What follows belongs to an exercise in optimizing a design on an open flow for a short achievable clock period and few clock cycles per item; a production flow would make more cautious choices.
In this exercise RTL edits were held to simulation tests only and were not proved equivalent to the original.
Power figures rest on the tool's default switching activity, not on a simulated workload.

==> design.v <==
module rc_line_decoder (
    input             clk,
    input             rst,
    input             start,
    input      [10:0] cfg_segs,    
    input             cfg_ten,     
    input      [16:0] cfg_len,     
    output            idle,
    input             in_valid,
    input      [31:0] in_data,
    output            in_ready,
    input             ab_valid,
    input      [9:0]  ab_px0,
    input      [9:0]  ab_px1,
    output            ab_ready,
    output reg        out_valid,
    output reg [9:0]  out_px0,
    output reg [9:0]  out_px1,
    output reg        done,
    output reg [2:0]  err
);
    localparam integer M  = 8;     
    localparam integer VD = 16;    
    localparam integer CD = 4;     
    localparam integer AD = 6;     
    localparam [2:0] P_IDLE = 3'd0,
                     P_HDR  = 3'd1,
                     P_PRED = 3'd2,
                     P_RAW  = 3'd3,
                     P_END  = 3'd4;
    localparam [1:0] M_PRED = 2'b00,
                     M_RUN  = 2'b01,
                     M_RAW  = 2'b10,
                     M_REP  = 2'b11;
    localparam [2:0] E_NONE     = 3'd0,
                     E_SHORT    = 3'd5,
                     E_TRAILING = 3'd6,
                     E_RUN      = 3'd7;
    integer i;
    reg         busy;
    reg         idle_q;
    reg         in_rdy_q;
    reg         ab_rdy_q;
    reg         ten;
    reg  [16:0] bytes_left;     
    reg         perr_q;         
    reg  [2:0]  perr_code;
    reg         pfin_ok;        
    assign idle     = idle_q;
    assign in_ready = in_rdy_q;
    assign ab_ready = ab_rdy_q;
    wire take_start = start && idle_q;
    wire abort      = perr_q;
    reg  [31:0]  w_reg;
    reg          w_vld;
    reg  [127:0] bb;            
    reg  [7:0]   bc;            
    reg  [19:0]  rem;           
    wire         in_acc = in_valid && in_rdy_q;
    wire         all_in = (bytes_left == 17'd0) && !w_vld;
    wire [127:0] wplace = w_vld ? ({w_reg, 96'd0} >> bc) : 128'd0;
    reg  [2:0]   ps;
    reg  [10:0]  psegs;         
    reg  [3:0]   kq;
    reg  [5:0]   cnt;           
    reg  [3:0]   ccnt;          
    reg  [4:0]   vcnt;          
    wire [3:0]   bw = ten ? 4'd10 : 4'd8;
    wire [1:0]   h_mode = bb[127:126];
    wire [1:0]   h_pred = bb[125:124];
    wire [3:0]   h_k    = bb[123:120];
    wire [9:0]   h_nm1  = bb[123:114];
    reg  [4:0]   h_need;
    always @(*) begin
        case (h_mode)
            M_PRED:  h_need = 5'd8;
            M_RUN:   h_need = 5'd14;
            default: h_need = 5'd2;
        endcase
    end
    wire         h_go    = (ps == P_HDR) && ((bc >= 8'd14) || all_in) && (ccnt < CD);
    wire         h_short = ({15'd0, h_need} > rem);
    wire         h_runerr = (h_mode == M_RUN) && ({1'b0, h_nm1} >= psegs);
    wire [10:0]  psegs_dec = psegs - 11'd1 - ((h_mode == M_RUN) ? {1'b0, h_nm1} : 11'd0);
    function [4:0] lones;
        input [15:0] x;
        integer j;
        begin
            lones = 5'd16;
            for (j = 0; j < 16; j = j + 1)
                if (!x[j]) lones = 5'd15 - j[4:0];
        end
    endfunction
    genvar       g;
    wire [5*M+4:0] q_all;
    wire [6*M+5:0] len_all;
    generate
        for (g = 0; g <= M; g = g + 1) begin : g_len
            wire [4:0] qg = lones(bb[127 - g -: 16]);
            assign q_all[5*g +: 5]   = qg;
            assign len_all[6*g +: 6] = (qg == 5'd16) ? (6'd16 + {2'd0, bw})
                                                     : ({1'b0, qg} + 6'd1 + {2'd0, kq});
        end
    endgenerate
    wire [5:0]   len0 = len_all[5:0];
    wire [4:0]   q0   = q_all[4:0];
    reg  [5:0]   len1;
    reg  [4:0]   q1;
    always @(*) begin
        len1 = len_all[11:6];
        q1   = q_all[9:5];
        for (i = 1; i <= M; i = i + 1)
            if (len0 == i) begin
                len1 = len_all[6*i +: 6];
                q1   = q_all[5*i +: 5];
            end
    end
    wire         v_room  = (vcnt <= VD - 3);
    wire         p_go    = (ps == P_PRED) && ((bc >= 8'd31) || all_in) && v_room;
    wire         p_two   = (cnt != 6'd0) && (len0 <= M) && ((bc >= M + 31) || all_in);
    wire [6:0]   p_used  = p_two ? ({1'b0, len0} + {1'b0, len1}) : {1'b0, len0};
    wire         p_short = ({13'd0, p_used} > rem);
    wire         p_segend = (cnt == 6'd0) || (p_two && cnt == 6'd1);
    wire         r_go    = (ps == P_RAW) && ((bc >= 8'd20) || all_in) && v_room;
    wire         r_short = ({15'd0, bw, 1'b0} > rem);
    reg  [6:0]   used;
    always @(*) begin
        if (h_go)      used = {2'd0, h_need};
        else if (p_go) used = p_used;
        else if (r_go) used = {2'd0, bw, 1'b0};
        else           used = 7'd0;
    end
    reg          e_vld;
    reg          e_two;
    reg          e_raw;
    reg  [39:0]  e_snap;
    reg  [4:0]   e_q0, e_q1;
    reg  [5:0]   e_len0;
    reg  [3:0]   e_k;
    function [10:0] rice_u;
        input [39:0] sn;
        input [4:0]  q;
        input [3:0]  k;
        input        tn;
        reg   [39:0] af;
        reg   [15:0] lb;
        reg   [31:0] qk;
        begin
            if (q == 5'd16) begin
                rice_u = tn ? {1'b0, sn[23:14]} : {3'b000, sn[23:16]};
            end else begin
                af = sn << (q + 5'd1);
                lb = af[39:24] >> (5'd16 - {1'b0, k});
                qk = {27'd0, q} << k;
                rice_u = qk[10:0] | lb[10:0];
            end
        end
    endfunction
    wire [39:0]  e_snap1 = e_snap << e_len0;
    wire [10:0]  e_u0 = rice_u(e_snap,  e_q0, e_k, ten);
    wire [10:0]  e_u1 = rice_u(e_snap1, e_q1, e_k, ten);
    wire [9:0]   e_s0 = e_u0[0] ? ~e_u0[10:1] : e_u0[10:1];
    wire [9:0]   e_s1 = e_u1[0] ? ~e_u1[10:1] : e_u1[10:1];
    wire [9:0]   e_r0 = ten ? e_snap[39:30] : {2'b00, e_snap[39:32]};
    wire [9:0]   e_r1 = ten ? e_snap[29:20] : {2'b00, e_snap[31:24]};
    wire [9:0]   e_va = e_raw ? e_r0 : e_s0;
    wire [9:0]   e_vb = e_raw ? e_r1 : e_s1;
    wire         e_n2 = e_raw || e_two;
    reg          half_vld;
    reg  [9:0]   half_v;
    reg          vpush;
    reg  [19:0]  vdin;
    always @(*) begin
        vpush = 1'b0;
        vdin  = {e_vb, e_va};
        if (e_vld) begin
            if (half_vld) begin
                vpush = 1'b1;
                vdin  = {e_va, half_v};
            end else if (e_n2) begin
                vpush = 1'b1;
                vdin  = {e_vb, e_va};
            end
        end
    end
    reg  [VD*20-1:0] vf;            
    reg  [CD*14-1:0] cf;            
    reg  [3:0]   acnt;
    reg          abi_vld;
    reg  [9:0]   abi_b0, abi_b1;
    reg  [9:0]   pb1;               
    reg  [15:0]  ab_left;           
    wire         ab_acc = ab_valid && ab_rdy_q;
    wire [9:0]   ad0 = abi_b0 - pb1;
    wire         ag0 = (abi_b0 >= pb1);
    wire [9:0]   alo0 = ag0 ? pb1 : abi_b0;
    wire [9:0]   ahi0 = ag0 ? abi_b0 : pb1;
    wire [9:0]   ad1 = abi_b1 - abi_b0;
    wire         ag1 = (abi_b1 >= abi_b0);
    wire [9:0]   alo1 = ag1 ? abi_b0 : abi_b1;
    wire [9:0]   ahi1 = ag1 ? abi_b1 : abi_b0;
    wire [81:0]  apk = {ag1, ag0, ahi1, alo1, ad1, ahi0, alo0, ad0, abi_b1, abi_b0};
    reg  [AD*82-1:0] afm;
    reg          cur_vld;
    reg  [1:0]   cur_mode;
    reg  [1:0]   cur_pred;
    reg  [14:0]  cur_left;          
    reg  [14:0]  r_left;            
    reg          r_first;           
    wire         need_val = (cur_mode == M_PRED) || (cur_mode == M_RAW);
    wire         r_last   = (r_left == 15'd0);
    wire         x_go     = busy && cur_vld && (acnt != 4'd0) && (!need_val || vcnt != 5'd0) &&
                            (!r_last || pfin_ok) && !abort;
    wire         cmd_pop  = (ccnt != 4'd0) && (!cur_vld || (x_go && cur_left == 15'd0));
    wire [81:0]  afm0 = afm[81:0];
    wire [19:0]  vf0  = vf[19:0];
    wire [13:0]  cf0  = cf[13:0];
    wire [9:0]   hb0  = afm0[9:0];
    wire [9:0]   hb1  = afm0[19:10];
    wire [9:0]   hd0  = afm0[29:20];
    wire [9:0]   hlo0 = afm0[39:30];
    wire [9:0]   hhi0 = afm0[49:40];
    wire [9:0]   hd1  = afm0[59:50];
    wire [9:0]   hlo1 = afm0[69:60];
    wire [9:0]   hhi1 = afm0[79:70];
    wire         hg0  = afm0[80];
    wire         hg1  = afm0[81];
    wire [9:0]   hv0  = vf0[9:0];
    wire [9:0]   hv1  = vf0[19:10];
    function [62:0] operands;
        input  [1:0]  mode;
        input  [1:0]  pred;
        input  [9:0]  b, d, lo, hi, v;
        input         ge;
        reg    [9:0]  s, ds, y, xlo, xhi, ohi;
        reg    [10:0] olo, z;
        reg           avg;
        begin
            s   = (mode == M_PRED) ? v : 10'd0;
            ds  = d + s;
            y   = (mode == M_RAW) ? v : b + s;
            xlo = s;
            xhi = s;
            olo = 11'd0;
            ohi = 10'h3ff;
            avg = 1'b0;
            z   = {1'b0, b} + {s, 1'b0};
            if (mode == M_PRED || mode == M_RUN) begin
                case (pred)
                    2'd0: olo = 11'h400;
                    2'd1: ;
                    2'd2: avg = 1'b1;
                    default: begin
                        olo = {1'b0, lo};
                        ohi = hi;
                        xlo = ge ? ds : s;
                        xhi = ge ? s : ds;
                    end
                endcase
            end
            operands = {z, avg, ohi, olo, xhi, xlo, y};
        end
    endfunction
    wire [62:0]  op0 = operands(cur_mode, r_first ? 2'd1 : cur_pred, hb0, hd0, hlo0, hhi0, hv0, hg0);
    wire [62:0]  op1 = operands(cur_mode, cur_pred, hb1, hd1, hlo1, hhi1, hv1, hg1);
    wire [9:0]   o_y0 = op0[9:0], o_xlo0 = op0[19:10], o_xhi0 = op0[29:20], o_hi0 = op0[50:41];
    wire [10:0]  o_lo0 = op0[40:30], o_z0 = op0[62:52];
    wire         o_avg0 = op0[51];
    wire [9:0]   o_y1 = op1[9:0], o_xlo1 = op1[19:10], o_xhi1 = op1[29:20], o_hi1 = op1[50:41];
    wire [10:0]  o_lo1 = op1[40:30], o_z1 = op1[62:52];
    wire         o_avg1 = op1[51];
    reg          s_vld, s_last;
    reg  [9:0]   s_y0, s_xlo0, s_xhi0, s_hi0, s_y1, s_xlo1, s_xhi1, s_hi1;
    reg  [10:0]  s_lo0, s_z0, s_lo1, s_z1;
    reg          s_avg0, s_avg1;
    reg  [9:0]   a_q;
    wire [9:0]   pmask = ten ? 10'h3ff : 10'h0ff;
    function [9:0] pixel;
        input [9:0]  a;
        input [9:0]  y, xlo, xhi;
        input [10:0] lo;
        input [9:0]  hi;
        input        avg;
        input [10:0] z;
        input [9:0]  mk;
        reg   [11:0] av;
        reg   [9:0]  p;
        begin
            av = {2'b00, a} + {1'b0, z};
            if (avg)                 p = av[10:1];
            else if ({1'b0, a} < lo) p = a + xlo;
            else if (a > hi)         p = a + xhi;
            else                     p = y;
            pixel = p & mk;
        end
    endfunction
    wire [9:0]   pix0 = pixel(a_q,  s_y0, s_xlo0, s_xhi0, s_lo0, s_hi0, s_avg0, s_z0, pmask);
    wire [9:0]   pix1 = pixel(pix0, s_y1, s_xlo1, s_xhi1, s_lo1, s_hi1, s_avg1, s_z1, pmask);
    wire         vpop  = x_go && need_val;
    wire         apop  = x_go;
    wire         apush = abi_vld;
    wire         cpush = h_go && !h_short && !h_runerr;
    wire [4:0]   vcnt_n = vcnt + {4'd0, vpush} - {4'd0, vpop};
    wire [3:0]   acnt_n = acnt + {3'd0, apush} - {3'd0, apop};
    wire [3:0]   ccnt_n = ccnt + {3'd0, cpush} - {3'd0, cmd_pop};
    wire         line_done = s_vld && s_last;
    wire [VD*20+19:0] vf_x  = {20'd0, vf};
    wire [AD*82+81:0] afm_x = {82'd0, afm};
    wire [CD*14+13:0] cf_x  = {14'd0, cf};
    wire [13:0]       cdin  = {h_nm1, h_pred, h_mode};
    generate
        for (g = 0; g < VD; g = g + 1) begin : g_vf
            always @(posedge clk) begin
                if (vpop) begin
                    if (g + 1 < vcnt)                 vf[20*g +: 20] <= vf_x[20*(g+1) +: 20];
                    else if (vpush && g + 1 == vcnt)  vf[20*g +: 20] <= vdin;
                end else if (vpush && g == vcnt) begin
                    vf[20*g +: 20] <= vdin;
                end
            end
        end
        for (g = 0; g < AD; g = g + 1) begin : g_af
            always @(posedge clk) begin
                if (apop) begin
                    if (g + 1 < acnt)                 afm[82*g +: 82] <= afm_x[82*(g+1) +: 82];
                    else if (apush && g + 1 == acnt)  afm[82*g +: 82] <= apk;
                end else if (apush && g == acnt) begin
                    afm[82*g +: 82] <= apk;
                end
            end
        end
        for (g = 0; g < CD; g = g + 1) begin : g_cf
            always @(posedge clk) begin
                if (cmd_pop) begin
                    if (g + 1 < ccnt)                 cf[14*g +: 14] <= cf_x[14*(g+1) +: 14];
                    else if (cpush && g + 1 == ccnt)  cf[14*g +: 14] <= cdin;
                end else if (cpush && g == ccnt) begin
                    cf[14*g +: 14] <= cdin;
                end
            end
        end
    endgenerate
    always @(posedge clk) begin
        w_vld <= in_acc;
        if (in_acc) w_reg <= in_data;
        bb  <= (bb | wplace) << used;
        bc  <= bc + (w_vld ? 8'd32 : 8'd0) - {1'b0, used};
        rem <= rem - {13'd0, used};
        if (in_acc)
            bytes_left <= (bytes_left <= 17'd4) ? 17'd0 : bytes_left - 17'd4;
        e_vld <= 1'b0;
        if (h_go) begin
            if (h_short) begin
                perr_q <= 1'b1; perr_code <= E_SHORT; ps <= P_IDLE;
            end else if (h_runerr) begin
                perr_q <= 1'b1; perr_code <= E_RUN; ps <= P_IDLE;
            end else begin
                psegs <= psegs_dec;
                kq    <= h_k;
                case (h_mode)
                    M_PRED: begin ps <= P_PRED; cnt <= 6'd63; end
                    M_RAW:  begin ps <= P_RAW;  cnt <= 6'd31; end
                    default: ps <= (psegs_dec == 11'd0) ? P_END : P_HDR;
                endcase
            end
        end
        if (p_go) begin
            if (p_short) begin
                perr_q <= 1'b1; perr_code <= E_SHORT; ps <= P_IDLE;
            end else begin
                cnt <= cnt - (p_two ? 6'd2 : 6'd1);
                if (p_segend) ps <= (psegs == 11'd0) ? P_END : P_HDR;
            end
            e_vld  <= 1'b1;
            e_two  <= p_two;
            e_raw  <= 1'b0;
            e_snap <= bb[127:88];
            e_q0   <= q0;
            e_q1   <= q1;
            e_len0 <= len0;
            e_k    <= kq;
        end
        if (r_go) begin
            if (r_short) begin
                perr_q <= 1'b1; perr_code <= E_SHORT; ps <= P_IDLE;
            end else begin
                cnt <= cnt - 6'd1;
                if (cnt == 6'd0) ps <= (psegs == 11'd0) ? P_END : P_HDR;
            end
            e_vld  <= 1'b1;
            e_two  <= 1'b1;
            e_raw  <= 1'b1;
            e_snap <= bb[127:88];
        end
        if (ps == P_END) begin
            if (rem >= 20'd8) begin
                perr_q <= 1'b1; perr_code <= E_TRAILING;
            end else begin
                pfin_ok <= 1'b1;
            end
            ps <= P_IDLE;
        end
        if (e_vld) begin
            if (half_vld) begin
                half_vld <= e_n2;
                half_v   <= e_vb;
            end else if (!e_n2) begin
                half_vld <= 1'b1;
                half_v   <= e_va;
            end
        end
        abi_vld <= ab_acc;
        if (ab_acc) begin
            abi_b0  <= ab_px0;
            abi_b1  <= ab_px1;
            ab_left <= ab_left - 16'd1;
        end
        if (abi_vld) pb1 <= abi_b1;
        if (cmd_pop) begin
            cur_vld  <= 1'b1;
            cur_mode <= cf0[1:0];
            cur_pred <= cf0[3:2];
            cur_left <= (cf0[1:0] == M_RUN) ? {cf0[13:4], 5'b11111} : 15'd31;
        end else if (x_go && cur_left == 15'd0) begin
            cur_vld  <= 1'b0;
        end else if (x_go) begin
            cur_left <= cur_left - 15'd1;
        end
        s_vld <= x_go;
        if (x_go) begin
            r_left  <= r_left - 15'd1;
            r_first <= 1'b0;
            s_last  <= r_last;
            s_y0 <= o_y0; s_xlo0 <= o_xlo0; s_xhi0 <= o_xhi0; s_lo0 <= o_lo0; s_hi0 <= o_hi0;
            s_avg0 <= o_avg0; s_z0 <= o_z0;
            s_y1 <= o_y1; s_xlo1 <= o_xlo1; s_xhi1 <= o_xhi1; s_lo1 <= o_lo1; s_hi1 <= o_hi1;
            s_avg1 <= o_avg1; s_z1 <= o_z1;
        end
        out_valid <= s_vld;
        if (s_vld) begin
            out_px0 <= pix0;
            out_px1 <= pix1;
            a_q     <= pix1;
        end
        done <= line_done;
        err  <= E_NONE;
        in_rdy_q <= busy && !abort &&
                    ((in_acc ? (bytes_left > 17'd4) : (bytes_left != 17'd0))) &&
                    ({1'b0, bc} + (w_vld ? 9'd32 : 9'd0) + (in_acc ? 9'd32 : 9'd0) <= 9'd96);
        ab_rdy_q <= busy && !abort &&
                    ((ab_acc ? (ab_left > 16'd1) : (ab_left != 16'd0))) &&
                    (acnt + {3'd0, abi_vld} + {3'd0, ab_acc} <= AD - 2);
        vcnt <= vcnt_n;
        acnt <= acnt_n;
        ccnt <= ccnt_n;
        if (line_done) begin
            busy     <= 1'b0;
            idle_q   <= 1'b1;
            in_rdy_q <= 1'b0;
            ab_rdy_q <= 1'b0;
        end
        if (abort) begin
            done      <= 1'b1;
            err       <= perr_code;
            perr_q    <= 1'b0;
            busy      <= 1'b0;
            idle_q    <= 1'b1;
            in_rdy_q  <= 1'b0;
            ab_rdy_q  <= 1'b0;
            out_valid <= 1'b0;
            s_vld     <= 1'b0;
            ps        <= P_IDLE;
        end
        if (take_start) begin
            busy       <= 1'b1;
            idle_q     <= 1'b0;
            in_rdy_q   <= 1'b1;
            ab_rdy_q   <= 1'b1;
            ten        <= cfg_ten;
            bytes_left <= cfg_len;
            rem        <= {cfg_len, 3'b000};
            psegs      <= cfg_segs;
            ab_left    <= {cfg_segs, 5'd0};
            r_left     <= {cfg_segs[9:0], 5'd0} - 15'd1;
            bb         <= 128'd0;
            bc         <= 8'd0;
            w_vld      <= 1'b0;
            ps         <= P_HDR;
            pfin_ok    <= 1'b0;
            perr_q     <= 1'b0;
            e_vld      <= 1'b0;
            half_vld   <= 1'b0;
            abi_vld    <= 1'b0;
            vcnt       <= 5'd0;
            acnt       <= 4'd0;
            ccnt       <= 4'd0;
            cur_vld    <= 1'b0;
            r_first    <= 1'b1;
            s_vld      <= 1'b0;
        end
        if (rst) begin
            busy      <= 1'b0;
            idle_q    <= 1'b1;
            in_rdy_q  <= 1'b0;
            ab_rdy_q  <= 1'b0;
            out_valid <= 1'b0;
            done      <= 1'b0;
            err       <= E_NONE;
            perr_q    <= 1'b0;
            ps        <= P_IDLE;
            e_vld     <= 1'b0;
            s_vld     <= 1'b0;
            w_vld     <= 1'b0;
            abi_vld   <= 1'b0;
            cur_vld   <= 1'b0;
            vcnt      <= 5'd0;
            acnt      <= 4'd0;
            ccnt      <= 4'd0;
            pfin_ok   <= 1'b0;
        end
    end
endmodule
==> run.sh <==
#!/bin/bash
# synth_recipe.tcl (not shown) runs the flow's synth.tcl, then flattens the netlist and writes it again
# the make line also repeats each setting of config.mk as NAME=value (left out here)
make -C /OpenROAD-flow-scripts/flow DESIGN_CONFIG=/design/flow/config.mk WORK_HOME=/design/flow/orfs CLKGATE_MAP_FILE= SYNTH_SCRIPT=/design/flow/synth_recipe.tcl finish
==> config.mk <==
export PLATFORM = sky130hd
export DESIGN_NAME = rc_line_decoder
export DESIGN_NICKNAME = rc_line_decoder
export VERILOG_FILES = /design/flow/design.v
export SDC_FILE = /design/flow/constraint.sdc
export NUM_CORES = 4
export LEC_CHECK = 0
export ABC_CLOCK_PERIOD_IN_PS = 4000
export CAP_MARGIN = 20
export CORE_MARGIN = 2
export CORE_UTILIZATION = 40
export PLACE_DENSITY = 0.6
export SLEW_MARGIN = 20
==> constraint.sdc <==
create_clock -name core_clock -period 12.0 [get_ports {clk}]
set_input_delay 2.4000 -clock core_clock [delete_from_list [all_inputs] [get_ports {clk}]]
set_output_delay 2.4000 -clock core_clock [all_outputs]
set_load 0.01 [all_outputs]
==> results_dict.tcl <==
set metrics [dict create \
    status "failed layout checks" \
    so_faults "max-slew violations" \
    clkPwrFrac_pct 26.6 \
    syn_area_um2 90330 \
    overflow 0 \
    die_w_um 479.2 \
    nets 9427 \
    drtPass1Iterations 6 \
    fmax_ghz 0.09929 \
    grt_pass1_vias 70270 \
    ioPinCount 114 \
    critPathLaunchType "register" \
    grt_pass1_wl_mm 483.5 \
    async_reset_ff_share_pct 0 \
    hold_viol 0 \
    fin_crit_sh_pct 83.93 \
    track_usage_pct 27.90 \
    fillerInstances 21280 \
    drc 0 \
    cts-resized-gates 0 \
    netlist_instances 9135 \
    drt-vias-per-instance 6.099 \
    slew_viol_final 72 \
    clk_root_buffer_cell "clkbuf_16" \
    gp_congestion 0.9964 \
    syn_to_final_growth_pct 10.95 \
    synth_seq_cells 1431 \
    die_area_um2 229700 \
    yosysTopAreaCellShare_pct 40.72 \
    yosysTopAreaCell "edfxtp_1" \
    chipHeight_um 479.2 \
    drive_gt1_share_pct 10.65 \
    critPathCaptureType "register" \
    synth_edf_count 1225 \
    cts_buffer_depth 3 \
    ys_top_cells_by_count "edfxtp_1 (1225), nor2_1 (1046), a21oi_1 (922)" \
    cts_made_buffers 162 \
    cap_violations 0 \
    critical_path_required_ns 12.70 \
    clock_latency_ns 0.85 \
    seqPwrFrac_pct 35.0 \
    finClkSkew_ns 0.08811 \
    fin_crit_ns 10.07 \
    worst_pin_slew_ns 3.869 \
    largest_registers "afm x492, vf x320, bb x128" \
    port_buffers 113 \
    synth_cell_type_count 107 \
    post_cts_buffers 0 \
    rsz0062_at_grt "false" \
    routedWlPerCell_um 27.13 \
    largest_register_ffs 492 \
    antenna_found_initial 20 \
    ir_worst_vdd_v 0.0001281 \
    synth_area_leaders "edfxtp_1 (41%), mux2i_1 (7.0%), a21oi_1 (5.1%)" \
    setup_viol 0 \
    cpPeakStageDelay_ns 0.81 \
    synth_top_flop_cell "edfxtp_1" \
    netSwitchingFraction_pct 38.52 \
    wl_mm 328.8 \
    slowest_stage "nor2_1" \
    dr_total_vias 73910 \
    critPathMaxFanout 50 \
    initial_core_util_pct 40.21 \
    antenna_left 0 \
    dp.cells 11810 \
    r2r_slack_ns 1.93 \
    path_delay_family "compound AO/OA/AOI/OAI gates" \
    drtIter0Drc 8645 \
    cts.sinks 1431 \
    holdBufCountCts 0 \
    p_per_area_nw_per_um2 185.5 \
    fin_cells 12120 \
    regMostFlops "afm" \
    path_clk_slew_ns 0.06 \
    dp_hpwl_mm 239.4 \
    hold_slack_ns 0.4072 \
    yosys_warnings 1 \
    cts_tree "done" \
    leakage_nw 37.34 \
    p_int_mw 11.43 \
    syn_avg_cell_area_um2 9.889 \
    tns_ns 0 \
    power_frac_comb_pct 38.5 \
    core_area_um2 224700 \
    grt_max_degree 101 \
    criticalPathCategory "reg2reg" \
    critPathMostFrequentCell "o21ai_0" \
    hold_path_class "reg2reg" \
    cp_num_buf_inv 5 \
    slew_headroom_pct -159.9 \
    synth_most_common_cell "edfxtp_1" \
    row_count 174 \
    ctsHtreeMaxLevel 4 \
    p_switching_mw 7.162 \
    synth-seq-area-share_pct 45.29 \
    worstPathArrival_ns 10.77 \
]
[logic make-up after synthesis]
family	count (synthesis)	synth area share, %
AO/OA/AOI/OAI	2416	16.51
other	1	0.004151
multiplexers	999	13.07
XOR/XNOR	256	2.490
flip-flops	1431	45.29
buffers and inverters	941	4.101
AND/OR/NAND/NOR	2742	13.42
adder cells (fa/ha/maj)	349	5.116
[cell usage in the layout, fill, tap and decap left out, types with 30 or more instances in the layout]
cell,count
a211oi_1,63
a21o_1,112
a21oi_1,906
a22oi_1,76
a31oi_1,71
and2_1,94
buf_4,204
clkbuf_1,31
clkbuf_16,162
clkdlybuf4s50_1,113
clkinv_1,41
clkinv_2,30
dfxtp_1,203
edfxtp_1,1225
fa_1,34
ha_1,313
inv_1,278
mux2_2,235
mux2i_1,625
mux4_2,117
nand2_1,836
nand2b_1,66
nand3_1,162
nand4_1,73
nor2_1,1039
nor2b_1,91
nor3_1,155
nor4_1,50
o211ai_1,59
o21a_1,30
o21ai_0,528
o21bai_1,51
o221ai_1,38
o22a_1,47
o22ai_1,74
or3_1,45
xnor2_1,172
xor2_1,78
[worst paths after layout]
check                                        start               endpoint  cells past startpoint
worst min register to register     cf[2]$_DFFE_PP_  cur_pred[0]$_DFFE_PP_                      0
worst max-delay path            bb[114]$_SDFF_PP0_      bb[63]$_SDFF_PP0_                     36
worst min-delay path               cf[2]$_DFFE_PP_  cur_pred[0]$_DFFE_PP_                      0
worst max register to register  bb[114]$_SDFF_PP0_      bb[63]$_SDFF_PP0_                     36
[stage by stage]
step	util (%)	power [mW]	worst slack, ns	cell area [µm²]
CTS	44.52	18.48	1.789	100000
floorplan	-	11.08	2.291	90340
finish	44.61	18.59	1.929	100200
detailed placement	42.17	13.53	1.808	94740
global route	44.60	19.38	1.146	100200
global placement	42.14	13.48	1.810	94680
[area by class of cell]
| class | count | area (µm²) | area share (%) |
|---|---|---|---|
| sequential | 1431 | 40910 | 40.82 |
| antenna | 7 | 17.52 | 0.01748 |
| inverter | 303 | 1144 | 1.141 |
| tap | 2992 | 3744 | 3.735 |
| clock inverter | 91 | 994.7 | 0.9925 |
| clock buffer | 201 | 4280 | 4.271 |
| timing repair buffer | 329 | 2841 | 2.835 |
| multi-input combinational | 6765 | 46290 | 46.19 |
[per-layer routing]
layer / vias up / track usage (%) / share of wire (%)
li1: 33500 / - / -
met1: 36590 / 41.11 / 46
met2: 3267 / 41.06 / 43
met3: 557 / 4.519 / 7.7
met4: 2 / 10.26 / 3.9
met5: - / 0 / 0.0049
[power by group through the flow]
stage | Clock (mW) | Combinational (mW) | Sequential, mW
finish | 4.94 | 7.15 | 6.50
global placement | 0 | 6.89 | 6.59
detailed placement | 0 | 6.93 | 6.60
CTS | 5.02 | 6.96 | 6.49
global route | 5.21 | 7.64 | 6.53
floorplan | 0 | 4.71 | 6.38
Testbench counts, summed over its fixed seeds: cycles 98,242, pixels 191,616.

==> static timing again, ports no longer ideal <==
No port has a modelled driver above. Below, the same layout with a new extraction and two added sets of constraints.
Step 1: set_driving_cell puts a clkbuf_16 on clk and a buf_2 on each other input, an assumption about the parent block.
Step 2 times the ports against the registers' clock, not the clock port: input delays grow and output delays shrink by t, the midpoint of the rising clock arrivals with the driver on.
a / b / c = no drivers / after step 1 / after step 2; a / b = the first two.
t (ns): 0.910
slack for setup (ns): 1.929 / 1.929 / 1.929
slew at the worst register clock pin (ns): 0.07 / 0.07
The setup slack of this run moves by 0.000 ns with the drivers and by 0.000 ns with both steps.
